Source: an optimization exercise on an open RTL-to-GDS flow (aim: small area, a short achievable clock period and few clock cycles). Production flows keep margins and buffers that such runs may drop.
The RTL was checked by simulation tests, not by an equivalence proof against the original design.
Power figures rest on the tool's default switching activity, not on a simulated workload.

==> design.v <==
module mcv_mul (
    input  wire [17:0] x,
    input  wire [15:0] g,      
    input  wire [7:0]  bo,     
    input  wire [7:0]  bt,     
    input  wire [7:0]  bn,     
    output wire [34:0] ra,
    output wire [34:0] rb
);
    wire w0 = ((x[0] & bo[0]) | (1'b0 & bt[0])) ^ bn[0];
    wire w1 = ((x[1] & bo[0]) | (x[0] & bt[0])) ^ bn[0];
    wire w2 = ((x[2] & bo[0]) | (x[1] & bt[0])) ^ bn[0];
    wire w3 = ((x[3] & bo[0]) | (x[2] & bt[0])) ^ bn[0];
    wire w4 = ((x[4] & bo[0]) | (x[3] & bt[0])) ^ bn[0];
    wire w5 = ((x[5] & bo[0]) | (x[4] & bt[0])) ^ bn[0];
    wire w6 = ((x[6] & bo[0]) | (x[5] & bt[0])) ^ bn[0];
    wire w7 = ((x[7] & bo[0]) | (x[6] & bt[0])) ^ bn[0];
    wire w8 = ((x[8] & bo[0]) | (x[7] & bt[0])) ^ bn[0];
    wire w9 = ((x[9] & bo[0]) | (x[8] & bt[0])) ^ bn[0];
    wire w10 = ((x[10] & bo[0]) | (x[9] & bt[0])) ^ bn[0];
    wire w11 = ((x[11] & bo[0]) | (x[10] & bt[0])) ^ bn[0];
    wire w12 = ((x[12] & bo[0]) | (x[11] & bt[0])) ^ bn[0];
    wire w13 = ((x[13] & bo[0]) | (x[12] & bt[0])) ^ bn[0];
    wire w14 = ((x[14] & bo[0]) | (x[13] & bt[0])) ^ bn[0];
    wire w15 = ((x[15] & bo[0]) | (x[14] & bt[0])) ^ bn[0];
    wire w16 = ((x[16] & bo[0]) | (x[15] & bt[0])) ^ bn[0];
    wire w17 = ((x[17] & bo[0]) | (x[16] & bt[0])) ^ bn[0];
    wire w18 = ((x[17] & bo[0]) | (x[17] & bt[0])) ^ bn[0];
    wire w19 = ~w18;
    wire w20 = ((x[0] & bo[1]) | (1'b0 & bt[1])) ^ bn[1];
    wire w21 = ((x[1] & bo[1]) | (x[0] & bt[1])) ^ bn[1];
    wire w22 = ((x[2] & bo[1]) | (x[1] & bt[1])) ^ bn[1];
    wire w23 = ((x[3] & bo[1]) | (x[2] & bt[1])) ^ bn[1];
    wire w24 = ((x[4] & bo[1]) | (x[3] & bt[1])) ^ bn[1];
    wire w25 = ((x[5] & bo[1]) | (x[4] & bt[1])) ^ bn[1];
    wire w26 = ((x[6] & bo[1]) | (x[5] & bt[1])) ^ bn[1];
    wire w27 = ((x[7] & bo[1]) | (x[6] & bt[1])) ^ bn[1];
    wire w28 = ((x[8] & bo[1]) | (x[7] & bt[1])) ^ bn[1];
    wire w29 = ((x[9] & bo[1]) | (x[8] & bt[1])) ^ bn[1];
    wire w30 = ((x[10] & bo[1]) | (x[9] & bt[1])) ^ bn[1];
    wire w31 = ((x[11] & bo[1]) | (x[10] & bt[1])) ^ bn[1];
    wire w32 = ((x[12] & bo[1]) | (x[11] & bt[1])) ^ bn[1];
    wire w33 = ((x[13] & bo[1]) | (x[12] & bt[1])) ^ bn[1];
    wire w34 = ((x[14] & bo[1]) | (x[13] & bt[1])) ^ bn[1];
    wire w35 = ((x[15] & bo[1]) | (x[14] & bt[1])) ^ bn[1];
    wire w36 = ((x[16] & bo[1]) | (x[15] & bt[1])) ^ bn[1];
    wire w37 = ((x[17] & bo[1]) | (x[16] & bt[1])) ^ bn[1];
    wire w38 = ((x[17] & bo[1]) | (x[17] & bt[1])) ^ bn[1];
    wire w39 = ~w38;
    wire w40 = ((x[0] & bo[2]) | (1'b0 & bt[2])) ^ bn[2];
    wire w41 = ((x[1] & bo[2]) | (x[0] & bt[2])) ^ bn[2];
    wire w42 = ((x[2] & bo[2]) | (x[1] & bt[2])) ^ bn[2];
    wire w43 = ((x[3] & bo[2]) | (x[2] & bt[2])) ^ bn[2];
    wire w44 = ((x[4] & bo[2]) | (x[3] & bt[2])) ^ bn[2];
    wire w45 = ((x[5] & bo[2]) | (x[4] & bt[2])) ^ bn[2];
    wire w46 = ((x[6] & bo[2]) | (x[5] & bt[2])) ^ bn[2];
    wire w47 = ((x[7] & bo[2]) | (x[6] & bt[2])) ^ bn[2];
    wire w48 = ((x[8] & bo[2]) | (x[7] & bt[2])) ^ bn[2];
    wire w49 = ((x[9] & bo[2]) | (x[8] & bt[2])) ^ bn[2];
    wire w50 = ((x[10] & bo[2]) | (x[9] & bt[2])) ^ bn[2];
    wire w51 = ((x[11] & bo[2]) | (x[10] & bt[2])) ^ bn[2];
    wire w52 = ((x[12] & bo[2]) | (x[11] & bt[2])) ^ bn[2];
    wire w53 = ((x[13] & bo[2]) | (x[12] & bt[2])) ^ bn[2];
    wire w54 = ((x[14] & bo[2]) | (x[13] & bt[2])) ^ bn[2];
    wire w55 = ((x[15] & bo[2]) | (x[14] & bt[2])) ^ bn[2];
    wire w56 = ((x[16] & bo[2]) | (x[15] & bt[2])) ^ bn[2];
    wire w57 = ((x[17] & bo[2]) | (x[16] & bt[2])) ^ bn[2];
    wire w58 = ((x[17] & bo[2]) | (x[17] & bt[2])) ^ bn[2];
    wire w59 = ~w58;
    wire w60 = ((x[0] & bo[3]) | (1'b0 & bt[3])) ^ bn[3];
    wire w61 = ((x[1] & bo[3]) | (x[0] & bt[3])) ^ bn[3];
    wire w62 = ((x[2] & bo[3]) | (x[1] & bt[3])) ^ bn[3];
    wire w63 = ((x[3] & bo[3]) | (x[2] & bt[3])) ^ bn[3];
    wire w64 = ((x[4] & bo[3]) | (x[3] & bt[3])) ^ bn[3];
    wire w65 = ((x[5] & bo[3]) | (x[4] & bt[3])) ^ bn[3];
    wire w66 = ((x[6] & bo[3]) | (x[5] & bt[3])) ^ bn[3];
    wire w67 = ((x[7] & bo[3]) | (x[6] & bt[3])) ^ bn[3];
    wire w68 = ((x[8] & bo[3]) | (x[7] & bt[3])) ^ bn[3];
    wire w69 = ((x[9] & bo[3]) | (x[8] & bt[3])) ^ bn[3];
    wire w70 = ((x[10] & bo[3]) | (x[9] & bt[3])) ^ bn[3];
    wire w71 = ((x[11] & bo[3]) | (x[10] & bt[3])) ^ bn[3];
    wire w72 = ((x[12] & bo[3]) | (x[11] & bt[3])) ^ bn[3];
    wire w73 = ((x[13] & bo[3]) | (x[12] & bt[3])) ^ bn[3];
    wire w74 = ((x[14] & bo[3]) | (x[13] & bt[3])) ^ bn[3];
    wire w75 = ((x[15] & bo[3]) | (x[14] & bt[3])) ^ bn[3];
    wire w76 = ((x[16] & bo[3]) | (x[15] & bt[3])) ^ bn[3];
    wire w77 = ((x[17] & bo[3]) | (x[16] & bt[3])) ^ bn[3];
    wire w78 = ((x[17] & bo[3]) | (x[17] & bt[3])) ^ bn[3];
    wire w79 = ~w78;
    wire w80 = ((x[0] & bo[4]) | (1'b0 & bt[4])) ^ bn[4];
    wire w81 = ((x[1] & bo[4]) | (x[0] & bt[4])) ^ bn[4];
    wire w82 = ((x[2] & bo[4]) | (x[1] & bt[4])) ^ bn[4];
    wire w83 = ((x[3] & bo[4]) | (x[2] & bt[4])) ^ bn[4];
    wire w84 = ((x[4] & bo[4]) | (x[3] & bt[4])) ^ bn[4];
    wire w85 = ((x[5] & bo[4]) | (x[4] & bt[4])) ^ bn[4];
    wire w86 = ((x[6] & bo[4]) | (x[5] & bt[4])) ^ bn[4];
    wire w87 = ((x[7] & bo[4]) | (x[6] & bt[4])) ^ bn[4];
    wire w88 = ((x[8] & bo[4]) | (x[7] & bt[4])) ^ bn[4];
    wire w89 = ((x[9] & bo[4]) | (x[8] & bt[4])) ^ bn[4];
    wire w90 = ((x[10] & bo[4]) | (x[9] & bt[4])) ^ bn[4];
    wire w91 = ((x[11] & bo[4]) | (x[10] & bt[4])) ^ bn[4];
    wire w92 = ((x[12] & bo[4]) | (x[11] & bt[4])) ^ bn[4];
    wire w93 = ((x[13] & bo[4]) | (x[12] & bt[4])) ^ bn[4];
    wire w94 = ((x[14] & bo[4]) | (x[13] & bt[4])) ^ bn[4];
    wire w95 = ((x[15] & bo[4]) | (x[14] & bt[4])) ^ bn[4];
    wire w96 = ((x[16] & bo[4]) | (x[15] & bt[4])) ^ bn[4];
    wire w97 = ((x[17] & bo[4]) | (x[16] & bt[4])) ^ bn[4];
    wire w98 = ((x[17] & bo[4]) | (x[17] & bt[4])) ^ bn[4];
    wire w99 = ~w98;
    wire w100 = ((x[0] & bo[5]) | (1'b0 & bt[5])) ^ bn[5];
    wire w101 = ((x[1] & bo[5]) | (x[0] & bt[5])) ^ bn[5];
    wire w102 = ((x[2] & bo[5]) | (x[1] & bt[5])) ^ bn[5];
    wire w103 = ((x[3] & bo[5]) | (x[2] & bt[5])) ^ bn[5];
    wire w104 = ((x[4] & bo[5]) | (x[3] & bt[5])) ^ bn[5];
    wire w105 = ((x[5] & bo[5]) | (x[4] & bt[5])) ^ bn[5];
    wire w106 = ((x[6] & bo[5]) | (x[5] & bt[5])) ^ bn[5];
    wire w107 = ((x[7] & bo[5]) | (x[6] & bt[5])) ^ bn[5];
    wire w108 = ((x[8] & bo[5]) | (x[7] & bt[5])) ^ bn[5];
    wire w109 = ((x[9] & bo[5]) | (x[8] & bt[5])) ^ bn[5];
    wire w110 = ((x[10] & bo[5]) | (x[9] & bt[5])) ^ bn[5];
    wire w111 = ((x[11] & bo[5]) | (x[10] & bt[5])) ^ bn[5];
    wire w112 = ((x[12] & bo[5]) | (x[11] & bt[5])) ^ bn[5];
    wire w113 = ((x[13] & bo[5]) | (x[12] & bt[5])) ^ bn[5];
    wire w114 = ((x[14] & bo[5]) | (x[13] & bt[5])) ^ bn[5];
    wire w115 = ((x[15] & bo[5]) | (x[14] & bt[5])) ^ bn[5];
    wire w116 = ((x[16] & bo[5]) | (x[15] & bt[5])) ^ bn[5];
    wire w117 = ((x[17] & bo[5]) | (x[16] & bt[5])) ^ bn[5];
    wire w118 = ((x[17] & bo[5]) | (x[17] & bt[5])) ^ bn[5];
    wire w119 = ~w118;
    wire w120 = ((x[0] & bo[6]) | (1'b0 & bt[6])) ^ bn[6];
    wire w121 = ((x[1] & bo[6]) | (x[0] & bt[6])) ^ bn[6];
    wire w122 = ((x[2] & bo[6]) | (x[1] & bt[6])) ^ bn[6];
    wire w123 = ((x[3] & bo[6]) | (x[2] & bt[6])) ^ bn[6];
    wire w124 = ((x[4] & bo[6]) | (x[3] & bt[6])) ^ bn[6];
    wire w125 = ((x[5] & bo[6]) | (x[4] & bt[6])) ^ bn[6];
    wire w126 = ((x[6] & bo[6]) | (x[5] & bt[6])) ^ bn[6];
    wire w127 = ((x[7] & bo[6]) | (x[6] & bt[6])) ^ bn[6];
    wire w128 = ((x[8] & bo[6]) | (x[7] & bt[6])) ^ bn[6];
    wire w129 = ((x[9] & bo[6]) | (x[8] & bt[6])) ^ bn[6];
    wire w130 = ((x[10] & bo[6]) | (x[9] & bt[6])) ^ bn[6];
    wire w131 = ((x[11] & bo[6]) | (x[10] & bt[6])) ^ bn[6];
    wire w132 = ((x[12] & bo[6]) | (x[11] & bt[6])) ^ bn[6];
    wire w133 = ((x[13] & bo[6]) | (x[12] & bt[6])) ^ bn[6];
    wire w134 = ((x[14] & bo[6]) | (x[13] & bt[6])) ^ bn[6];
    wire w135 = ((x[15] & bo[6]) | (x[14] & bt[6])) ^ bn[6];
    wire w136 = ((x[16] & bo[6]) | (x[15] & bt[6])) ^ bn[6];
    wire w137 = ((x[17] & bo[6]) | (x[16] & bt[6])) ^ bn[6];
    wire w138 = ((x[17] & bo[6]) | (x[17] & bt[6])) ^ bn[6];
    wire w139 = ~w138;
    wire w140 = ((x[0] & bo[7]) | (1'b0 & bt[7])) ^ bn[7];
    wire w141 = ((x[1] & bo[7]) | (x[0] & bt[7])) ^ bn[7];
    wire w142 = ((x[2] & bo[7]) | (x[1] & bt[7])) ^ bn[7];
    wire w143 = ((x[3] & bo[7]) | (x[2] & bt[7])) ^ bn[7];
    wire w144 = ((x[4] & bo[7]) | (x[3] & bt[7])) ^ bn[7];
    wire w145 = ((x[5] & bo[7]) | (x[4] & bt[7])) ^ bn[7];
    wire w146 = ((x[6] & bo[7]) | (x[5] & bt[7])) ^ bn[7];
    wire w147 = ((x[7] & bo[7]) | (x[6] & bt[7])) ^ bn[7];
    wire w148 = ((x[8] & bo[7]) | (x[7] & bt[7])) ^ bn[7];
    wire w149 = ((x[9] & bo[7]) | (x[8] & bt[7])) ^ bn[7];
    wire w150 = ((x[10] & bo[7]) | (x[9] & bt[7])) ^ bn[7];
    wire w151 = ((x[11] & bo[7]) | (x[10] & bt[7])) ^ bn[7];
    wire w152 = ((x[12] & bo[7]) | (x[11] & bt[7])) ^ bn[7];
    wire w153 = ((x[13] & bo[7]) | (x[12] & bt[7])) ^ bn[7];
    wire w154 = ((x[14] & bo[7]) | (x[13] & bt[7])) ^ bn[7];
    wire w155 = ((x[15] & bo[7]) | (x[14] & bt[7])) ^ bn[7];
    wire w156 = ((x[16] & bo[7]) | (x[15] & bt[7])) ^ bn[7];
    wire w157 = ((x[17] & bo[7]) | (x[16] & bt[7])) ^ bn[7];
    wire w158 = ((x[17] & bo[7]) | (x[17] & bt[7])) ^ bn[7];
    wire w159 = ~w158;
    wire w160 = g[15] & x[0];
    wire w161 = g[15] & x[1];
    wire w162 = g[15] & x[2];
    wire w163 = g[15] & x[3];
    wire w164 = g[15] & x[4];
    wire w165 = g[15] & x[5];
    wire w166 = g[15] & x[6];
    wire w167 = g[15] & x[7];
    wire w168 = g[15] & x[8];
    wire w169 = g[15] & x[9];
    wire w170 = g[15] & x[10];
    wire w171 = g[15] & x[11];
    wire w172 = g[15] & x[12];
    wire w173 = g[15] & x[13];
    wire w174 = g[15] & x[14];
    wire w175 = g[15] & x[15];
    wire w176 = g[15] & x[16];
    wire w177 = ~(g[15] & x[17]);
    wire w178 = w10 ^ w28;
    wire w179 = w10 & w28;
    wire w180 = w11 ^ w29;
    wire w181 = w11 & w29;
    wire w182 = w12 ^ w30 ^ w48;
    wire w183 = (w12 & w30) | (w12 & w48) | (w30 & w48);
    wire w184 = w66 ^ w84;
    wire w185 = w66 & w84;
    wire w186 = w13 ^ w31 ^ w49;
    wire w187 = (w13 & w31) | (w13 & w49) | (w31 & w49);
    wire w188 = w67 ^ w85;
    wire w189 = w67 & w85;
    wire w190 = w14 ^ w32 ^ w50;
    wire w191 = (w14 & w32) | (w14 & w50) | (w32 & w50);
    wire w192 = w68 ^ w86 ^ w104;
    wire w193 = (w68 & w86) | (w68 & w104) | (w86 & w104);
    wire w194 = w122 ^ w140;
    wire w195 = w122 & w140;
    wire w196 = w15 ^ w33 ^ w51;
    wire w197 = (w15 & w33) | (w15 & w51) | (w33 & w51);
    wire w198 = w69 ^ w87 ^ w105;
    wire w199 = (w69 & w87) | (w69 & w105) | (w87 & w105);
    wire w200 = w123 ^ w141;
    wire w201 = w123 & w141;
    wire w202 = w16 ^ w34 ^ w52;
    wire w203 = (w16 & w34) | (w16 & w52) | (w34 & w52);
    wire w204 = w70 ^ w88 ^ w106;
    wire w205 = (w70 & w88) | (w70 & w106) | (w88 & w106);
    wire w206 = w124 ^ w142 ^ w160;
    wire w207 = (w124 & w142) | (w124 & w160) | (w142 & w160);
    wire w208 = w17 ^ w35 ^ w53;
    wire w209 = (w17 & w35) | (w17 & w53) | (w35 & w53);
    wire w210 = w71 ^ w89 ^ w107;
    wire w211 = (w71 & w89) | (w71 & w107) | (w89 & w107);
    wire w212 = w125 ^ w143 ^ w161;
    wire w213 = (w125 & w143) | (w125 & w161) | (w143 & w161);
    wire w214 = w19 ^ w36 ^ w54;
    wire w215 = (w19 & w36) | (w19 & w54) | (w36 & w54);
    wire w216 = w72 ^ w90 ^ w108;
    wire w217 = (w72 & w90) | (w72 & w108) | (w90 & w108);
    wire w218 = w126 ^ w144 ^ w162;
    wire w219 = (w126 & w144) | (w126 & w162) | (w144 & w162);
    wire w220 = w37 ^ w55 ^ w73;
    wire w221 = (w37 & w55) | (w37 & w73) | (w55 & w73);
    wire w222 = w91 ^ w109 ^ w127;
    wire w223 = (w91 & w109) | (w91 & w127) | (w109 & w127);
    wire w224 = w145 ^ w163;
    wire w225 = w145 & w163;
    wire w226 = w39 ^ w56 ^ w74;
    wire w227 = (w39 & w56) | (w39 & w74) | (w56 & w74);
    wire w228 = w92 ^ w110 ^ w128;
    wire w229 = (w92 & w110) | (w92 & w128) | (w110 & w128);
    wire w230 = w146 ^ w164 ^ 1'b1;
    wire w231 = (w146 & w164) | (w146 & 1'b1) | (w164 & 1'b1);
    wire w232 = w57 ^ w75 ^ w93;
    wire w233 = (w57 & w75) | (w57 & w93) | (w75 & w93);
    wire w234 = w111 ^ w129 ^ w147;
    wire w235 = (w111 & w129) | (w111 & w147) | (w129 & w147);
    wire w236 = w165 ^ 1'b1;
    wire w237 = w165 & 1'b1;
    wire w238 = w59 ^ w76 ^ w94;
    wire w239 = (w59 & w76) | (w59 & w94) | (w76 & w94);
    wire w240 = w112 ^ w130 ^ w148;
    wire w241 = (w112 & w130) | (w112 & w148) | (w130 & w148);
    wire w242 = w77 ^ w95 ^ w113;
    wire w243 = (w77 & w95) | (w77 & w113) | (w95 & w113);
    wire w244 = w131 ^ w149;
    wire w245 = w131 & w149;
    wire w246 = w79 ^ w96 ^ w114;
    wire w247 = (w79 & w96) | (w79 & w114) | (w96 & w114);
    wire w248 = w97 ^ w115;
    wire w249 = w97 & w115;
    wire w250 = w6 ^ w24;
    wire w251 = w6 & w24;
    wire w252 = w7 ^ w25;
    wire w253 = w7 & w25;
    wire w254 = w8 ^ w26 ^ w44;
    wire w255 = (w8 & w26) | (w8 & w44) | (w26 & w44);
    wire w256 = w62 ^ w80;
    wire w257 = w62 & w80;
    wire w258 = w9 ^ w27 ^ w45;
    wire w259 = (w9 & w27) | (w9 & w45) | (w27 & w45);
    wire w260 = w63 ^ w81;
    wire w261 = w63 & w81;
    wire w262 = w178 ^ w46 ^ w64;
    wire w263 = (w178 & w46) | (w178 & w64) | (w46 & w64);
    wire w264 = w82 ^ w100 ^ bn[5];
    wire w265 = (w82 & w100) | (w82 & bn[5]) | (w100 & bn[5]);
    wire w266 = w179 ^ w180 ^ w47;
    wire w267 = (w179 & w180) | (w179 & w47) | (w180 & w47);
    wire w268 = w65 ^ w83 ^ w101;
    wire w269 = (w65 & w83) | (w65 & w101) | (w83 & w101);
    wire w270 = w181 ^ w182 ^ w184;
    wire w271 = (w181 & w182) | (w181 & w184) | (w182 & w184);
    wire w272 = w102 ^ w120 ^ bn[6];
    wire w273 = (w102 & w120) | (w102 & bn[6]) | (w120 & bn[6]);
    wire w274 = w183 ^ w185 ^ w186;
    wire w275 = (w183 & w185) | (w183 & w186) | (w185 & w186);
    wire w276 = w188 ^ w103 ^ w121;
    wire w277 = (w188 & w103) | (w188 & w121) | (w103 & w121);
    wire w278 = w187 ^ w189 ^ w190;
    wire w279 = (w187 & w189) | (w187 & w190) | (w189 & w190);
    wire w280 = w192 ^ w194 ^ bn[7];
    wire w281 = (w192 & w194) | (w192 & bn[7]) | (w194 & bn[7]);
    wire w282 = w191 ^ w193 ^ w195;
    wire w283 = (w191 & w193) | (w191 & w195) | (w193 & w195);
    wire w284 = w196 ^ w198 ^ w200;
    wire w285 = (w196 & w198) | (w196 & w200) | (w198 & w200);
    wire w286 = w197 ^ w199 ^ w201;
    wire w287 = (w197 & w199) | (w197 & w201) | (w199 & w201);
    wire w288 = w202 ^ w204 ^ w206;
    wire w289 = (w202 & w204) | (w202 & w206) | (w204 & w206);
    wire w290 = w203 ^ w205 ^ w207;
    wire w291 = (w203 & w205) | (w203 & w207) | (w205 & w207);
    wire w292 = w208 ^ w210 ^ w212;
    wire w293 = (w208 & w210) | (w208 & w212) | (w210 & w212);
    wire w294 = w209 ^ w211 ^ w213;
    wire w295 = (w209 & w211) | (w209 & w213) | (w211 & w213);
    wire w296 = w214 ^ w216 ^ w218;
    wire w297 = (w214 & w216) | (w214 & w218) | (w216 & w218);
    wire w298 = w215 ^ w217 ^ w219;
    wire w299 = (w215 & w217) | (w215 & w219) | (w217 & w219);
    wire w300 = w220 ^ w222 ^ w224;
    wire w301 = (w220 & w222) | (w220 & w224) | (w222 & w224);
    wire w302 = w221 ^ w223 ^ w225;
    wire w303 = (w221 & w223) | (w221 & w225) | (w223 & w225);
    wire w304 = w226 ^ w228 ^ w230;
    wire w305 = (w226 & w228) | (w226 & w230) | (w228 & w230);
    wire w306 = w227 ^ w229 ^ w231;
    wire w307 = (w227 & w229) | (w227 & w231) | (w229 & w231);
    wire w308 = w232 ^ w234 ^ w236;
    wire w309 = (w232 & w234) | (w232 & w236) | (w234 & w236);
    wire w310 = w233 ^ w235 ^ w237;
    wire w311 = (w233 & w235) | (w233 & w237) | (w235 & w237);
    wire w312 = w238 ^ w240 ^ w166;
    wire w313 = (w238 & w240) | (w238 & w166) | (w240 & w166);
    wire w314 = w239 ^ w241 ^ w242;
    wire w315 = (w239 & w241) | (w239 & w242) | (w241 & w242);
    wire w316 = w244 ^ w167 ^ 1'b1;
    wire w317 = (w244 & w167) | (w244 & 1'b1) | (w167 & 1'b1);
    wire w318 = w243 ^ w245 ^ w246;
    wire w319 = (w243 & w245) | (w243 & w246) | (w245 & w246);
    wire w320 = w132 ^ w150 ^ w168;
    wire w321 = (w132 & w150) | (w132 & w168) | (w150 & w168);
    wire w322 = w247 ^ w248 ^ w133;
    wire w323 = (w247 & w248) | (w247 & w133) | (w248 & w133);
    wire w324 = w151 ^ w169 ^ 1'b1;
    wire w325 = (w151 & w169) | (w151 & 1'b1) | (w169 & 1'b1);
    wire w326 = w249 ^ w99 ^ w116;
    wire w327 = (w249 & w99) | (w249 & w116) | (w99 & w116);
    wire w328 = w134 ^ w152 ^ w170;
    wire w329 = (w134 & w152) | (w134 & w170) | (w152 & w170);
    wire w330 = w117 ^ w135 ^ w153;
    wire w331 = (w117 & w135) | (w117 & w153) | (w135 & w153);
    wire w332 = w171 ^ 1'b1;
    wire w333 = w171 & 1'b1;
    wire w334 = w119 ^ w136 ^ w154;
    wire w335 = (w119 & w136) | (w119 & w154) | (w136 & w154);
    wire w336 = w137 ^ w155;
    wire w337 = w137 & w155;
    wire w338 = w4 ^ w22;
    wire w339 = w4 & w22;
    wire w340 = w5 ^ w23;
    wire w341 = w5 & w23;
    wire w342 = w250 ^ w42 ^ w60;
    wire w343 = (w250 & w42) | (w250 & w60) | (w42 & w60);
    wire w344 = w251 ^ w252 ^ w43;
    wire w345 = (w251 & w252) | (w251 & w43) | (w252 & w43);
    wire w346 = w253 ^ w254 ^ w256;
    wire w347 = (w253 & w254) | (w253 & w256) | (w254 & w256);
    wire w348 = w255 ^ w257 ^ w258;
    wire w349 = (w255 & w257) | (w255 & w258) | (w257 & w258);
    wire w350 = w259 ^ w261 ^ w262;
    wire w351 = (w259 & w261) | (w259 & w262) | (w261 & w262);
    wire w352 = w263 ^ w265 ^ w266;
    wire w353 = (w263 & w265) | (w263 & w266) | (w265 & w266);
    wire w354 = w267 ^ w269 ^ w270;
    wire w355 = (w267 & w269) | (w267 & w270) | (w269 & w270);
    wire w356 = w271 ^ w273 ^ w274;
    wire w357 = (w271 & w273) | (w271 & w274) | (w273 & w274);
    wire w358 = w275 ^ w277 ^ w278;
    wire w359 = (w275 & w277) | (w275 & w278) | (w277 & w278);
    wire w360 = w279 ^ w281 ^ w282;
    wire w361 = (w279 & w281) | (w279 & w282) | (w281 & w282);
    wire w362 = w283 ^ w285 ^ w286;
    wire w363 = (w283 & w285) | (w283 & w286) | (w285 & w286);
    wire w364 = w287 ^ w289 ^ w290;
    wire w365 = (w287 & w289) | (w287 & w290) | (w289 & w290);
    wire w366 = w291 ^ w293 ^ w294;
    wire w367 = (w291 & w293) | (w291 & w294) | (w293 & w294);
    wire w368 = w295 ^ w297 ^ w298;
    wire w369 = (w295 & w297) | (w295 & w298) | (w297 & w298);
    wire w370 = w299 ^ w301 ^ w302;
    wire w371 = (w299 & w301) | (w299 & w302) | (w301 & w302);
    wire w372 = w303 ^ w305 ^ w306;
    wire w373 = (w303 & w305) | (w303 & w306) | (w305 & w306);
    wire w374 = w307 ^ w309 ^ w310;
    wire w375 = (w307 & w309) | (w307 & w310) | (w309 & w310);
    wire w376 = w311 ^ w313 ^ w314;
    wire w377 = (w311 & w313) | (w311 & w314) | (w313 & w314);
    wire w378 = w315 ^ w317 ^ w318;
    wire w379 = (w315 & w317) | (w315 & w318) | (w317 & w318);
    wire w380 = w319 ^ w321 ^ w322;
    wire w381 = (w319 & w321) | (w319 & w322) | (w321 & w322);
    wire w382 = w323 ^ w325 ^ w326;
    wire w383 = (w323 & w325) | (w323 & w326) | (w325 & w326);
    wire w384 = w327 ^ w329 ^ w330;
    wire w385 = (w327 & w329) | (w327 & w330) | (w329 & w330);
    wire w386 = w331 ^ w333 ^ w334;
    wire w387 = (w331 & w333) | (w331 & w334) | (w333 & w334);
    wire w388 = w335 ^ w336 ^ w173;
    wire w389 = (w335 & w336) | (w335 & w173) | (w336 & w173);
    wire w390 = w337 ^ w139 ^ w156;
    wire w391 = (w337 & w139) | (w337 & w156) | (w139 & w156);
    wire w392 = w157 ^ w175;
    wire w393 = w157 & w175;
    wire w394 = w2 ^ w20;
    wire w395 = w2 & w20;
    wire w396 = w3 ^ w21;
    wire w397 = w3 & w21;
    wire w398 = w338 ^ w40 ^ bn[2];
    wire w399 = (w338 & w40) | (w338 & bn[2]) | (w40 & bn[2]);
    wire w400 = w339 ^ w340 ^ w41;
    wire w401 = (w339 & w340) | (w339 & w41) | (w340 & w41);
    wire w402 = w341 ^ w342 ^ bn[3];
    wire w403 = (w341 & w342) | (w341 & bn[3]) | (w342 & bn[3]);
    wire w404 = w343 ^ w344 ^ w61;
    wire w405 = (w343 & w344) | (w343 & w61) | (w344 & w61);
    wire w406 = w345 ^ w346 ^ bn[4];
    wire w407 = (w345 & w346) | (w345 & bn[4]) | (w346 & bn[4]);
    wire w408 = w347 ^ w348 ^ w260;
    wire w409 = (w347 & w348) | (w347 & w260) | (w348 & w260);
    wire w410 = w349 ^ w350 ^ w264;
    wire w411 = (w349 & w350) | (w349 & w264) | (w350 & w264);
    wire w412 = w351 ^ w352 ^ w268;
    wire w413 = (w351 & w352) | (w351 & w268) | (w352 & w268);
    wire w414 = w353 ^ w354 ^ w272;
    wire w415 = (w353 & w354) | (w353 & w272) | (w354 & w272);
    wire w416 = w355 ^ w356 ^ w276;
    wire w417 = (w355 & w356) | (w355 & w276) | (w356 & w276);
    wire w418 = w357 ^ w358 ^ w280;
    wire w419 = (w357 & w358) | (w357 & w280) | (w358 & w280);
    wire w420 = w359 ^ w360 ^ w284;
    wire w421 = (w359 & w360) | (w359 & w284) | (w360 & w284);
    wire w422 = w361 ^ w362 ^ w288;
    wire w423 = (w361 & w362) | (w361 & w288) | (w362 & w288);
    wire w424 = w363 ^ w364 ^ w292;
    wire w425 = (w363 & w364) | (w363 & w292) | (w364 & w292);
    wire w426 = w365 ^ w366 ^ w296;
    wire w427 = (w365 & w366) | (w365 & w296) | (w366 & w296);
    wire w428 = w367 ^ w368 ^ w300;
    wire w429 = (w367 & w368) | (w367 & w300) | (w368 & w300);
    wire w430 = w369 ^ w370 ^ w304;
    wire w431 = (w369 & w370) | (w369 & w304) | (w370 & w304);
    wire w432 = w371 ^ w372 ^ w308;
    wire w433 = (w371 & w372) | (w371 & w308) | (w372 & w308);
    wire w434 = w373 ^ w374 ^ w312;
    wire w435 = (w373 & w374) | (w373 & w312) | (w374 & w312);
    wire w436 = w375 ^ w376 ^ w316;
    wire w437 = (w375 & w376) | (w375 & w316) | (w376 & w316);
    wire w438 = w377 ^ w378 ^ w320;
    wire w439 = (w377 & w378) | (w377 & w320) | (w378 & w320);
    wire w440 = w379 ^ w380 ^ w324;
    wire w441 = (w379 & w380) | (w379 & w324) | (w380 & w324);
    wire w442 = w381 ^ w382 ^ w328;
    wire w443 = (w381 & w382) | (w381 & w328) | (w382 & w328);
    wire w444 = w383 ^ w384 ^ w332;
    wire w445 = (w383 & w384) | (w383 & w332) | (w384 & w332);
    wire w446 = w385 ^ w386 ^ w172;
    wire w447 = (w385 & w386) | (w385 & w172) | (w386 & w172);
    wire w448 = w387 ^ w388 ^ 1'b1;
    wire w449 = (w387 & w388) | (w387 & 1'b1) | (w388 & 1'b1);
    wire w450 = w389 ^ w390 ^ w174;
    wire w451 = (w389 & w390) | (w389 & w174) | (w390 & w174);
    wire w452 = w391 ^ w392 ^ 1'b1;
    wire w453 = (w391 & w392) | (w391 & 1'b1) | (w392 & 1'b1);
    wire w454 = w393 ^ w159 ^ w176;
    wire w455 = (w393 & w159) | (w393 & w176) | (w159 & w176);
    assign ra = {1'b1, w455, w453, w451, w449, w447, w445, w443, w441, w439, w437, w435, w433, w431, w429, w427, w425, w423, w421, w419, w417, w415, w413, w411, w409, w407, w405, w403, w401, w399, w397, w395, w394, w1, w0};
    assign rb = {1'b0, w177, w454, w452, w450, w448, w446, w444, w442, w440, w438, w436, w434, w432, w430, w428, w426, w424, w422, w420, w418, w416, w414, w412, w410, w408, w406, w404, w402, w400, w398, w396, bn[1], 1'b0, bn[0]};
endmodule
module mcv_cal (
    input  wire        clk,
    input  wire        rst,
    input  wire        s_valid,
    output wire        s_ready,
    input  wire [1:0]  s_op,       
    input  wire [2:0]  s_conv,
    input  wire [27:0] s_data,
    output reg         o_valid,
    output reg         o_kind,     
    output reg  [2:0]  o_conv,
    output reg  [11:0] o_raw,
    output reg         o_clamp,
    output reg         o_ok,
    output reg  [15:0] o_gain,
    output reg  [11:0] o_offset
);
    localparam OP_MEAS    = 2'd0;
    localparam OP_CAL     = 2'd1;
    localparam OP_RESTART = 2'd2;
    localparam OP_LOAD    = 2'd3;
    integer i;
    reg        busy;             
    reg        rdy;              
    reg        a_v;
    reg [1:0]  a_op;
    reg [7:0]  a_sm;             
    reg [7:0]  a_sc;             
    reg [7:0]  a_sx;             
    reg [27:0] a_data;
    assign s_ready = rdy;
    always @(posedge clk) begin
        if (rst)
            a_v <= 1'b0;
        else if (!busy)
            a_v <= s_valid;
        if (!busy) begin
            a_op   <= s_op;
            a_sm   <= (s_op == OP_MEAS) ? (8'd1 << s_conv) : 8'd0;
            a_sc   <= (s_op == OP_CAL)  ? (8'd1 << s_conv) : 8'd0;
            a_sx   <= (s_op[1])         ? (8'd1 << s_conv) : 8'd0;
            a_data <= s_data;
        end
    end
    reg [11:0] cal_off  [0:7];
    reg [15:0] cal_gain [0:7];
    reg [5:0]  cal_cnt  [0:7];
    reg [16:0] sum_lo   [0:7];
    reg [16:0] sum_hi   [0:7];
    reg [7:0]  ld;
    reg [7:0]  em;
    reg [7:0]  hv;
    wire        go   = a_v & ~busy;
    wire [7:0]  a_sel = a_sm | a_sc | a_sx;
    wire [2:0]  a_conv = {|a_sel[7:4], a_sel[7] | a_sel[6] | a_sel[3] | a_sel[2],
                          a_sel[7] | a_sel[5] | a_sel[3] | a_sel[1]};
    wire [11:0] a_u  = a_data[11:0];
    wire [7:0]  sel_m  = a_sm & ld;          
    wire [7:0]  sel_d  = a_sm & ~ld;         
    wire [7:0]  sel_c  = a_sc & ~em;         
    wire [7:0]  sel_h  = a_sc & hv;          
    reg  [11:0] r_off;
    reg  [15:0] r_gain;
    reg  [5:0]  r_cnt;
    reg  [16:0] r_lo, r_hi;
    always @(*) begin
        r_off = 12'd0; r_gain = {|sel_d, 15'd0};
        r_cnt = 6'd0; r_lo = 17'd0; r_hi = 17'd0;
        for (i = 0; i < 8; i = i + 1) begin
            r_off   = r_off   | ({12{sel_m[i]}} & cal_off[i]);
            r_gain  = r_gain  | ({16{sel_m[i]}} & cal_gain[i]);
            r_cnt   = r_cnt   | ({6{sel_c[i]}}  & cal_cnt[i]);
            r_lo    = r_lo    | ({17{sel_c[i]}} & sum_lo[i]);
            r_hi    = r_hi    | ({17{sel_h[i]}} & sum_hi[i]);
        end
    end
    wire        c_odd  = r_cnt[0];                          
    wire        c_last = (r_cnt == 6'd63);                  
    wire [5:0]  c_cnt1 = r_cnt + 6'd1;
    wire [12:0] c_lo12 = {1'b0, r_lo[11:0]} + {1'b0, a_u};
    wire [12:0] c_hi12 = {1'b0, r_hi[11:0]} + {1'b0, a_u};
    wire [4:0]  c_lo5  = r_lo[16:12] + 5'd1;
    wire [4:0]  c_hi5  = r_hi[16:12] + 5'd1;
    wire [16:0] c_lo   = {c_lo12[12] ? c_lo5 : r_lo[16:12], c_lo12[11:0]};
    wire [16:0] c_hi   = {c_hi12[12] ? c_hi5 : r_hi[16:12], c_hi12[11:0]};
    wire do_cal  = go & (a_op == OP_CAL);      
    wire do_lo   = do_cal & ~c_odd;
    wire do_hi   = do_cal & c_odd & ~c_last;
    wire do_last = do_cal & c_last;
    wire do_rst  = go & (a_op == OP_RESTART);  
    wire do_load = go & (a_op == OP_LOAD);     
    reg [17:0] dv_d;
    reg [16:0] dv_r;
    reg [3:0]  dv_ro;
    reg [4:0]  dv_n;
    reg        dv_okm;           
    reg [2:0]  dv_conv;
    reg [7:0]  dv_sel;
    wire        dv_k1   = (dv_n == 5'd0);
    wire [17:0] k_d     = dv_d - {1'b0, dv_r};
    wire [17:0] k_l     = k_d + 18'h6666;
    wire [21:0] k_m     = {2'b00, dv_r, 3'b000} - {4'd0, dv_d} + 22'd28679;
    wire [17:0] g_t   = {dv_r, o_gain[15]};
    wire [18:0] g_s   = {1'b0, g_t} - {1'b0, dv_d};
    wire        g_q   = ~g_s[18];
    wire [15:0] g_nxt = {o_gain[14:0], g_q};
    wire [4:0]  f_t   = {dv_ro, o_offset[11]};
    wire        f_q   = (f_t >= 5'd14);
    wire        f_on  = (dv_n >= 5'd5);
    wire [11:0] f_nxt = {o_offset[10:0], f_q ^ (dv_n == 5'd5)};
    wire        dv_last = (dv_n == 5'd16);
    wire        dv_ok = dv_okm;
    reg        m_v;
    reg [2:0]  m_conv;
    reg [17:0] m_x;
    reg        m_g15;
    reg [7:0]  m_bo, m_bt, m_bn;     
    reg        p_v;
    reg [2:0]  p_conv;
    reg [16:0] p_a;
    reg [16:0] p_b;
    reg        p_c;
    wire [34:0] m_ra, m_rb;
    mcv_mul u_mul (.x(m_x), .g({m_g15, 15'd0}), .bo(m_bo), .bt(m_bt), .bn(m_bn),
                   .ra(m_ra), .rb(m_rb));
    wire [16:0] r_gx = {r_gain, 1'b0};
    reg  [7:0]  r_bo, r_bt, r_bn;
    always @(*) begin
        for (i = 0; i < 8; i = i + 1) begin
            r_bo[i] = r_gx[2*i+1] ^ r_gx[2*i];
            r_bt[i] = (r_gx[2*i+2] & ~r_gx[2*i+1] & ~r_gx[2*i]) |
                      (~r_gx[2*i+2] & r_gx[2*i+1] & r_gx[2*i]);
            r_bn[i] = r_gx[2*i+2] & ~(r_gx[2*i+1] & r_gx[2*i]);
        end
    end
    wire [18:0] m_lo  = {1'b0, m_ra[17:0]} + {1'b0, m_rb[17:0]};
    wire [16:0] q_hi  = p_a + p_b + {16'd0, p_c};       
    wire        m_neg = q_hi[16];
    wire        m_big = ~q_hi[16] & (q_hi[15:13] != 3'd0);
    always @(posedge clk) begin
        m_conv <= a_conv;
        m_x    <= {2'b00, a_u, 4'b0000} - {{6{r_off[11]}}, r_off};
        m_g15  <= r_gain[15];
        m_bo   <= r_bo;
        m_bt   <= r_bt;
        m_bn   <= r_bn;
        p_conv <= m_conv;
        p_a    <= m_ra[34:18];
        p_b    <= m_rb[34:18];
        p_c    <= m_lo[18];
        for (i = 0; i < 8; i = i + 1) begin
            if (do_lo & a_sc[i]) begin
                sum_lo[i]  <= c_lo;
                cal_cnt[i] <= c_cnt1;
            end
            if (do_hi & a_sc[i]) begin
                sum_hi[i]  <= c_hi;
                cal_cnt[i] <= c_cnt1;
            end
            if (busy ? (dv_last & dv_ok & dv_sel[i]) : (do_load & a_sx[i])) begin
                cal_off[i]  <= busy ? f_nxt : a_data[11:0];
                cal_gain[i] <= busy ? g_nxt : a_data[27:12];
            end
        end
        if (do_last) begin
            dv_d    <= {1'b0, c_hi};
            dv_r    <= r_lo;
            dv_conv <= a_conv;
            dv_sel  <= a_sc;
            dv_n    <= 5'd0;
        end
        if (busy) begin
            dv_n <= dv_n + 5'd1;
            if (dv_k1) begin
                dv_d     <= k_d;
                dv_r     <= 17'h0B333;
                o_gain   <= k_l[16:1];
                dv_ro    <= k_m[15:12];
                o_offset <= k_m[11:0];
                dv_okm   <= (k_m >= 22'd21504) && (k_m <= 22'd35853) &&
                            (k_d >= 18'd89077) && (k_d <= 18'd94589);
            end else begin
                dv_r   <= g_q ? g_s[16:0] : g_t[16:0];
                o_gain <= g_nxt;
                if (f_on) begin
                    dv_ro    <= f_q ? (f_t - 5'd14) : f_t[3:0];
                    o_offset <= f_nxt;
                end
            end
        end
        o_kind  <= ~p_v;
        o_conv  <= p_v ? p_conv : dv_conv;
        o_raw   <= m_neg ? 12'd0 : (m_big ? 12'd4095 : q_hi[12:1]);
        o_clamp <= m_neg | m_big;
        o_ok    <= dv_ok;
        if (rst) begin
            busy    <= 1'b0;
            rdy     <= 1'b1;
            m_v     <= 1'b0;
            p_v     <= 1'b0;
            o_valid <= 1'b0;
            ld      <= 8'd0;
            em      <= 8'hFF;
            hv      <= 8'd0;
        end else begin
            m_v     <= go & (a_op == OP_MEAS);
            p_v     <= m_v;
            o_valid <= p_v | (busy & dv_last);
            if (do_last) begin
                busy <= 1'b1;
                rdy  <= 1'b0;
            end else if (busy & dv_last) begin
                busy <= 1'b0;
                rdy  <= 1'b1;
            end
            for (i = 0; i < 8; i = i + 1) begin
                if (((do_lo | do_last) & a_sc[i]) | (do_rst & a_sx[i]))
                    em[i] <= ~do_lo;
                if (((do_hi | do_last) & a_sc[i]) | (do_rst & a_sx[i]))
                    hv[i] <= do_hi;
                if ((busy ? (dv_last & dv_ok & dv_sel[i]) : (do_load & a_sx[i])))
                    ld[i] <= 1'b1;
            end
        end
    end
endmodule
==> flow/run.sh <==
#!/bin/bash
# The standard layout (standard.sh: the standard synthesis and the ORFS
# steps with the standard flow's config.mk and constraint.sdc, unchanged), with ORFS's
# repair_timing asked to leave more setup slack than the default, so that it
# also shortens paths that already meet the design's clock period.
set -euo pipefail
MARGIN=${MARGIN:-9}
bash standard.sh SETUP_SLACK_MARGIN=$MARGIN finish > run_make.log 2>&1
==> standard.sh <==
#!/bin/bash
# synth_recipe.tcl (not shown) runs the flow's synth.tcl, then flattens the netlist and writes it again
# the make line also repeats each setting of config.mk as NAME=value (left out here)
make -C /OpenROAD-flow-scripts/flow DESIGN_CONFIG=/design/flow/config.mk WORK_HOME=/design/flow/orfs CLKGATE_MAP_FILE= SYNTH_SCRIPT=/design/flow/synth_recipe.tcl "${@:-finish}"
==> config.mk <==
export PLATFORM = sky130hd
export DESIGN_NAME = mcv_cal
export DESIGN_NICKNAME = mcv_cal
export VERILOG_FILES = /design/flow/design.v
export SDC_FILE = /design/flow/constraint.sdc
export NUM_CORES = 4
export LEC_CHECK = 0
export CAP_MARGIN = 20
export CORE_MARGIN = 2
export CORE_UTILIZATION = 40
export SLEW_MARGIN = 20
==> constraint.sdc <==
create_clock -name core_clock -period 12.0 [get_ports {clk}]
set_input_delay 2.4000 -clock core_clock [delete_from_list [all_inputs] [get_ports {clk}]]
set_output_delay 2.4000 -clock core_clock [all_outputs]
set_load 0.01 [all_outputs]
==> results of run 1 <==
==> Yosys cell counts, types with 22 or more instances <==
cell type | count | area (um^2)
fa_1 | 115 | 2300
a22o_1 | 37 | 324
ha_1 | 163 | 2040
clkbuf_1 | 155 | 582
edfxtp_1 | 664 | 19900
o21ai_0 | 95 | 475
nor2_1 | 157 | 589
nand3_1 | 62 | 310
nor3_1 | 49 | 245
a21oi_1 | 94 | 470
xor2_1 | 107 | 937
inv_1 | 227 | 852
a21o_1 | 47 | 353
xnor2_1 | 165 | 1450
a22oi_1 | 380 | 2850
mux2_2 | 34 | 383
dfxtp_1 | 148 | 2960
nand4_1 | 48 | 300
and2_1 | 39 | 244
o21bai_1 | 22 | 165
buf_1 | 25 | 93.8
nor2b_1 | 22 | 138
nand2b_1 | 25 | 156
nand2_1 | 159 | 597
==> final timing paths <==
check / from / endpoint / depth (start not counted)
max reg2reg: a_sc[7]$_SDFFCE_PP0N_ / sum_hi[3][16]$_DFFE_PP_ / 18
min: m_conv[2]$_DFF_P_ / p_conv[2]$_DFF_P_ / 0
max: a_sc[7]$_SDFFCE_PP0N_ / sum_hi[3][16]$_DFFE_PP_ / 18
min reg2reg: m_conv[2]$_DFF_P_ / p_conv[2]$_DFF_P_ / 0
==> routing by layer <==
layer  GRT usage, %  up-vias  share of wire, %  wire length [um]
met2           38.3     1323                47             61000
li1               -    13200                 -                 -
met4           9.02        0               4.4              5640
met5              0        -                 0                 0
met1           30.8    14900                41             52700
met3           3.67      319               7.1              9140
==> cell type report <==
class	instances	share of cell area (%)
sequential	812	42.8
multi-input combinational	2075	36.2
timing repair buffer	558	10.5
clock buffer	122	4.62
tap	1368	3.18
inverter	228	1.75
clock inverter	43	0.910
antenna	1	0.00464
==> metrics by stage <==
| stage | cells | power (mW) | hold slack, ps | worst slack [ps] |
|---|---|---|---|---|
| 2_1_floorplan | 3288 | 3.59 | 310 | 8190 |
| 3_3_place_gp | 4591 | 3.74 | 312 | 7580 |
| 3_5_place_dp | 4591 | 3.75 | 313 | 7450 |
| 4_1_cts | 5086 | 6.53 | 327 | 8180 |
| 5_1_grt | 5206 | 6.76 | 331 | 7950 |
| 6_report | 5207 | 6.55 | 326 | 8030 |
==> power by group <==
group	switching (mW)	total [mW]	internal [mW]
clock network	1.17	2.77	1.60
logic	0.334	0.614	0.281
registers	0.0577	3.17	3.11
==> flip-flops by register name, indices dropped and copies added (netlist names), 12 cells and up <==
signal / flops
o_gain: 16
sum_lo: 136
dv_r: 17
m_x: 18
a_data: 28
o_offset: 12
sum_hi: 136
o_raw: 12
p_b: 16
p_a: 16
cal_cnt: 48
dv_d: 18
cal_off: 96
cal_gain: 128
==> cell families after synthesis <==
family                   count (synthesis)  synth area share [%]
AND/OR/NAND/NOR                        662                  8.22
XOR/XNOR                               273                  5.89
multiplexers                            41                  1.11
adder cells (fa/ha/maj)                278                  10.7
AO/OA/AOI/OAI                          809                  14.1
flip-flops                             812                  56.2
buffers and inverters                  413                  3.86
==> what timing repair did <==
item,in CTS,in global routing
hold buffers,0,0
buffers inserted,303,110
pin swaps,247,150
cloned,27,10
gates resized for setup,804,234
setup endpoints to repair,977,802
==> impl_metrics.env, run 1 <==
export IMPL_slew_limit_headroom_pct=34.1
export IMPL_run_status="no timing/DRC/antenna violations"
export IMPL_pwr_density_cell_nw_per_um2=122
export IMPL_clk_root_buffer_cell="clkbuf_16"
export IMPL_hold_path_class="reg -> reg"
export IMPL_cts_htree_levels=3
export IMPL_wl_per_cell_um=24.7
export IMPL_place_gp_congestion=0.890
export IMPL_slowest_stage_cell_on_the_critical_path="or3b_4"
export IMPL_die_height_um=323
export IMPL_setup_slack_reg_to_reg_ps=8030
export IMPL_cts_tree="yes"
export IMPL_io_pins=84
export IMPL_timing_critical_path_slowest_cell_delay_ps=460
export IMPL_drive_gt1_share_pct=32.9
export IMPL_synthCells=3288
export IMPL_finalNetCount=4077
export IMPL_synth_enable_flop_cells=664
export IMPL_min_period_over_period_pct=33.1
export IMPL_timing_max_cap_violations=0
export IMPL_grt_overflow_total=0
export IMPL_drt_pass1_iter_count=5
export IMPL_drt_iter0_drc=2936
export IMPL_core_area_um2=101000
export IMPL_synthArstFlopShare_pct=0
export IMPL_fp_row_count=117
export IMPL_rsz0062_at_grt="true"
export IMPL_final_min_clock_period_ps=3970
export IMPL_via_count=29700
export IMPL_largest_buffer_count_on_any_clock_path=3
export IMPL_first_global_vias=28400
export IMPL_timing_critical_path_buf_inv=6
export IMPL_grt_util_all_layers_pct=23.2
export IMPL_viasPerCell=5.70
export IMPL_syn_cell_area_um2=40800
export IMPL_syn_nets=3602
export IMPL_timing_final_hold_violations=0
export IMPL_netlist_cell_type_count=81
export IMPL_timing_setup_tns_ps=0
export IMPL_route_detailed_drc=0
export IMPL_path_clk_slew_ps=60
export IMPL_worstMarginPinSlew_ps=985
export IMPL_critical_path_cell_chain="buf_6 > buf_6 > and2_4 > buf_12 > a22oi_1 > nand4_1 > ha_1 > a21oi_2 > o21bai_1 > a21o_1 > a21oi_2 > o211ai_1 > buf_4 > buf_6 > nand3_4 > or3b_4 > xnor2_4 > buf_6"
export IMPL_crit_path_frequent_cell="buf_6"
export IMPL_grt_first_pass_wirelength_um=181000
export IMPL_final_util_pct=53.1
export IMPL_synthFlopType="edfxtp_1"
export IMPL_numPortBuffers=83
export IMPL_mostFrequentLayoutCell="edfxtp_1"
export IMPL_clkLatencyLatePin_ps=700
export IMPL_grt_antenna_before_repair=5
export IMPL_drt_antenna_violating_nets=0
export IMPL_post_dp_cell_area_um2=43500
export IMPL_clock_sinks=812
export IMPL_path_delay_family="compound AO/OA/AOI/OAI gates"
export IMPL_numCtsBuffers=88
export IMPL_area_delta_synth_final_pct=32.2
export IMPL_postSynthAreaPerCell_um2=12.4
export IMPL_critPathRequiredTime_ps=12450
export IMPL_critPathMaxFanout=8
export IMPL_initial_utilization_pct=40.2
export IMPL_crit_path_start_kind="flip-flop"
export IMPL_leakage_nw=19.8
export IMPL_slew_violations=0
export IMPL_ys_warn_count=6
export IMPL_timing_clock_skew_ps=71.7
export IMPL_most_common_layout_cells="664 x edfxtp_1, 307 x a22oi_1, 302 x buf_4, 188 x inv_1, 137 x nor2_1"
export IMPL_final_design_area_no_fill_um2=53900
export IMPL_cp_end_kind="flip-flop"
export IMPL_sequential_cell_area_um2=23100
export IMPL_multi_input_area_um2=19500
export IMPL_irDropWorstVdd_v=0.000117
export IMPL_synth_sequential_area_ratio_pct=56.2
export IMPL_place_hpwl_um=73400
export IMPL_die_area_um2=104000
export IMPL_grt_start_max_net_pins=51
export IMPL_timing_worst_setup_path_type="reg -> reg"
export IMPL_finalSetupViolations=0
export IMPL_drt_total_wl_um=128000
export IMPL_die_width_um=323
export IMPL_synth_seq_cells=812
export IMPL_fill_cells=8257
export IMPL_fmax_mhz=252
export IMPL_worstPathArrival_ps=4420
Testbench counts, summed over its fixed seeds: cycles 19,150.
==> inputs of run 2 (changes only) <==
==> run.sh (new file) <==
#!/bin/bash
# synth_recipe.tcl (not shown) runs the flow's synth.tcl, then flattens the netlist and writes it again
# the make line also repeats each setting of config.mk as NAME=value (left out here)
make -C /OpenROAD-flow-scripts/flow DESIGN_CONFIG=/design/flow/config.mk WORK_HOME=/design/flow/orfs CLKGATE_MAP_FILE= SYNTH_SCRIPT=/design/flow/synth_recipe.tcl finish
removed: flow/run.sh
removed: standard.sh
==> impl_metrics.env, run 2 <==
export IMPL_io_pins=84
export IMPL_die_height_um=323
export IMPL_die_width_um=323
export IMPL_grt_start_max_net_pins=51
export IMPL_timing_worst_setup_path_type="reg -> reg"
export IMPL_power_clock_fraction_pct=42.4
export IMPL_place_hpwl_um=73400
export IMPL_power_share_combinational_pct=8.1
export IMPL_critPathMaxFanout=23
export IMPL_route_detailed_drc=0
export IMPL_hold_path_class="reg -> reg"
export IMPL_drt_total_wl_um=109000
export IMPL_share_of_the_synthesized_area_in_compound_gates_ao_oa_aoi_oai_pct=14.1
export IMPL_cts_tree="yes"
export IMPL_post_cts_repair_setup_buffers=0
export IMPL_placed_cells=4604
export IMPL_synthCells=3288
export IMPL_netlist_cell_type_count=81
export IMPL_wl_per_cell_um=22.9
export IMPL_synth_top_family_by_area="compound AO/OA/AOI/OAI gates"
export IMPL_layout_cells_non_filler=4765
export IMPL_first_global_vias=26000
export IMPL_hold_buffers=0
export IMPL_numCtsBuffers=87
export IMPL_yosys_area_share_adder_pct=10.7
export IMPL_pwr_density_cell_nw_per_um2=140
export IMPL_core_area_um2=101000
export IMPL_fill_cells=9128
export IMPL_drt_antenna_violating_nets=0
export IMPL_share_of_the_synthesized_area_in_the_top_cell_type_pct=48.9
export IMPL_drt_iter0_drc=2708
export IMPL_synth_area_leaders="edfxtp_1 49%, dfxtp_1 7.3%, a22oi_1 7.0%"
export IMPL_path_clk_slew_ps=60
export IMPL_timing_setup_tns_ps=0
export IMPL_grt_first_pass_wirelength_um=164000
export IMPL_postSynthAreaPerCell_um2=12.4
export IMPL_seq_power_share_pct=49.5
export IMPL_postLayoutSetupSlackWorst_ps=7300
export IMPL_synth_xor_xnor_area_share_pct=5.89
export IMPL_multi_input_area_um2=16300
export IMPL_via_count=26700
export IMPL_count_leader_synth="edfxtp_1"
export IMPL_cell_internal_pwr_mw=4.91
export IMPL_largest_registers="sum_hi (136), sum_lo (136), cal_gain (128)"
export IMPL_most_common_layout_cells="664 x edfxtp_1, 380 x a22oi_1, 226 x inv_1, 165 x xnor2_1, 163 x ha_1"
export IMPL_largest_buffer_count_on_any_clock_path=3
export IMPL_cp_end_kind="flip-flop"
export IMPL_synthFlopType="edfxtp_1"
export IMPL_worst_hold_slack_ps=327
export IMPL_initial_utilization_pct=40.2
export IMPL_synth_top_area_cell="edfxtp_1"
export IMPL_timing_max_cap_violations=0
export IMPL_run_status="no timing/DRC/antenna violations"
export IMPL_timing_clock_skew_ps=46.8
export IMPL_mostFrequentLayoutCell="edfxtp_1"
export IMPL_finalNetCount=3639
export IMPL_viasPerCell=5.61
export IMPL_rsz0062_at_grt="false"
export IMPL_fmax_mhz=213
export IMPL_synth_seq_cells=812
export IMPL_drive_gt1_share_pct=7.72
export IMPL_cts_htree_levels=3
export IMPL_crit_path_start_kind="flip-flop"
export IMPL_die_area_um2=104000
export IMPL_ys_warn_count=6
export IMPL_p_sw_share_pct=23.5
export IMPL_timing_final_hold_violations=0
export IMPL_slew_violations=0
export IMPL_leakage_nw=16.5
export IMPL_sequential_cell_area_um2=22900
export IMPL_numPortBuffers=83
export IMPL_syn_cell_area_um2=40800
export IMPL_grt_antenna_before_repair=5
export IMPL_place_gp_congestion=0.908
export IMPL_clock_sinks=812
export IMPL_irDropWorstVdd_v=0.000130
export IMPL_critPathRequiredTime_ps=12370
export IMPL_min_period_over_period_pct=39.2
export IMPL_clk_root_buffer_cell="clkbuf_16"
export IMPL_netSwitchingPower_mw=1.51
export IMPL_worstMarginPinSlew_ps=1130
export IMPL_post_cts_resized_instances=0
export IMPL_grt_util_all_layers_pct=20.8
export IMPL_slew_limit_headroom_pct=24.7
export IMPL_synth_mux_area_share_pct=1.11
export IMPL_grt_overflow_total=0
export IMPL_final_min_clock_period_ps=4700
export IMPL_synthArstFlopShare_pct=0
export IMPL_worstPathArrival_ps=5070
export IMPL_synth_sequential_area_ratio_pct=56.2
export IMPL_area_delta_synth_final_pct=12.6
export IMPL_synth_simple_area_share_pct=8.22
export IMPL_pre_cts_ws_ps=7310
export IMPL_finalSetupViolations=0
export IMPL_syn_nets=3602
export IMPL_ys_top_cells_by_count="664 x edfxtp_1, 380 x a22oi_1, 227 x inv_1, 165 x xnor2_1, 163 x ha_1"
export IMPL_synth_enable_flop_cells=664
export IMPL_fp_row_count=117
export IMPL_clkLatencyLatePin_ps=680
export IMPL_drt_pass1_iter_count=6
[run 2: cell count changes in the layout (fill, tap and decap cells not counted), moves of 40 or more]
cell	delta
a21oi_1	+47
a22oi_1	+73
a22oi_2	-73
buf_12	-48
buf_4	-253
buf_6	-104
clkdlybuf4s50_1	+53
dfxtp_1	+58
fa_1	+40
fa_2	-40
o21ai_0	+40
xnor2_1	+41
[run 2: worst max-delay path, cell delays in order (launching register included)]
cell and delay, ps:
edfxtp_1 480, nor2b_2 190, buf_4 240, a22oi_1 230
and4_1 450, inv_1 110, ha_1 240, nor3b_1 160
nor3b_1 160, nor4_2 800, and2_1 960, or2_2 350
[run 2: cells by family (layout without fill, tap and decap cells)]
logic type / count (synthesis) / count (layout)
adder cells (fa/ha/maj): 278 / 278
XOR/XNOR: 273 / 273
buffers and inverters: 413 / 520
AO/OA/AOI/OAI: 809 / 809
multiplexers: 41 / 41
other: 0 / 2
flip-flops: 812 / 812
AND/OR/NAND/NOR: 662 / 662
[run 2: area by class of cell]
type	instances	area share (%)
clock inverters	52	1.31
repair buffers	133	2.64
diodes	2	0.0109
flip-flops and latches	812	49.9
clock buffers	107	4.99
multi-input cells	2063	35.6
inverters	228	1.86
well taps	1368	3.73
[run 2: layer usage]
metal | track usage (%) | wire length [um]
met1 | 29.1 | 47600
met2 | 33.3 | 50800
met3 | 3.48 | 7900
met4 | 6.20 | 2810
met5 | 0 | 0
[run 2: power by group through the flow]
stage                     Sequential [mW]  Clock, mW  Combinational, mW
final                                3.18       2.72              0.519
after global routing                 3.19       2.87              0.588
after CTS                            3.18       2.76              0.527
after detailed placement             3.24          0              0.524
after global placement               3.24          0              0.519
after floorplan                      3.20          0              0.367
[run 2: path summary, 6_finish.rpt]
check                                      startpoint  slack, ps  depth (start not counted)                       to
worst min-delay path                m_conv[0]$_DFF_P_        330                          0        p_conv[0]$_DFF_P_
worst max register to register  a_sc[4]$_SDFFCE_PP0N_       7300                         11  cal_cnt[0][0]$_DFFE_PP_
worst min register to register      m_conv[0]$_DFF_P_        330                          0        p_conv[0]$_DFF_P_
worst max-delay path            a_sc[4]$_SDFFCE_PP0N_       7300                         11  cal_cnt[0][0]$_DFFE_PP_
[run 2: per-stage QoR]
step                      total power [mW]  cell area [um^2]  util, %
after floorplan                       3.57             40800        -
after global placement                3.76             43000     42.4
after detailed placement              3.76             43000     42.4
after CTS                             6.47             45900     45.2
after global routing                  6.65             45900     45.2
final                                 6.42             45900     45.3

==> afterwards: timing with drivers on the ports <==
No port has a modelled driver above. Below, the same layouts with a new extraction and two added sets of constraints.
Step 1 (the two cells are an assumption about what drives the block):
set clk [get_ports {clk}]
set_driving_cell -lib_cell sky130_fd_sc_hd__clkbuf_16 $clk
set_driving_cell -lib_cell sky130_fd_sc_hd__buf_2 [delete_from_list [all_inputs] $clk]
Step 2 times the ports against the registers' clock, not the clock port: input delays grow and output delays shrink by t, the midpoint of the rising clock arrivals with the driver on.
a / b / c = no drivers / after step 1 / after step 2; a / b = the first two.
run	t (ns)	setup WS [ns]	clock arrival spread, ns	pins driven straight from the clock port
run 1	0.731	8.025 / 8.025 / 8.025	0.082 / 0.082	1
run 2	0.724	7.296 / 7.296 / 7.296	0.057 / 0.057	1
After both steps every run listed still meets setup and hold.
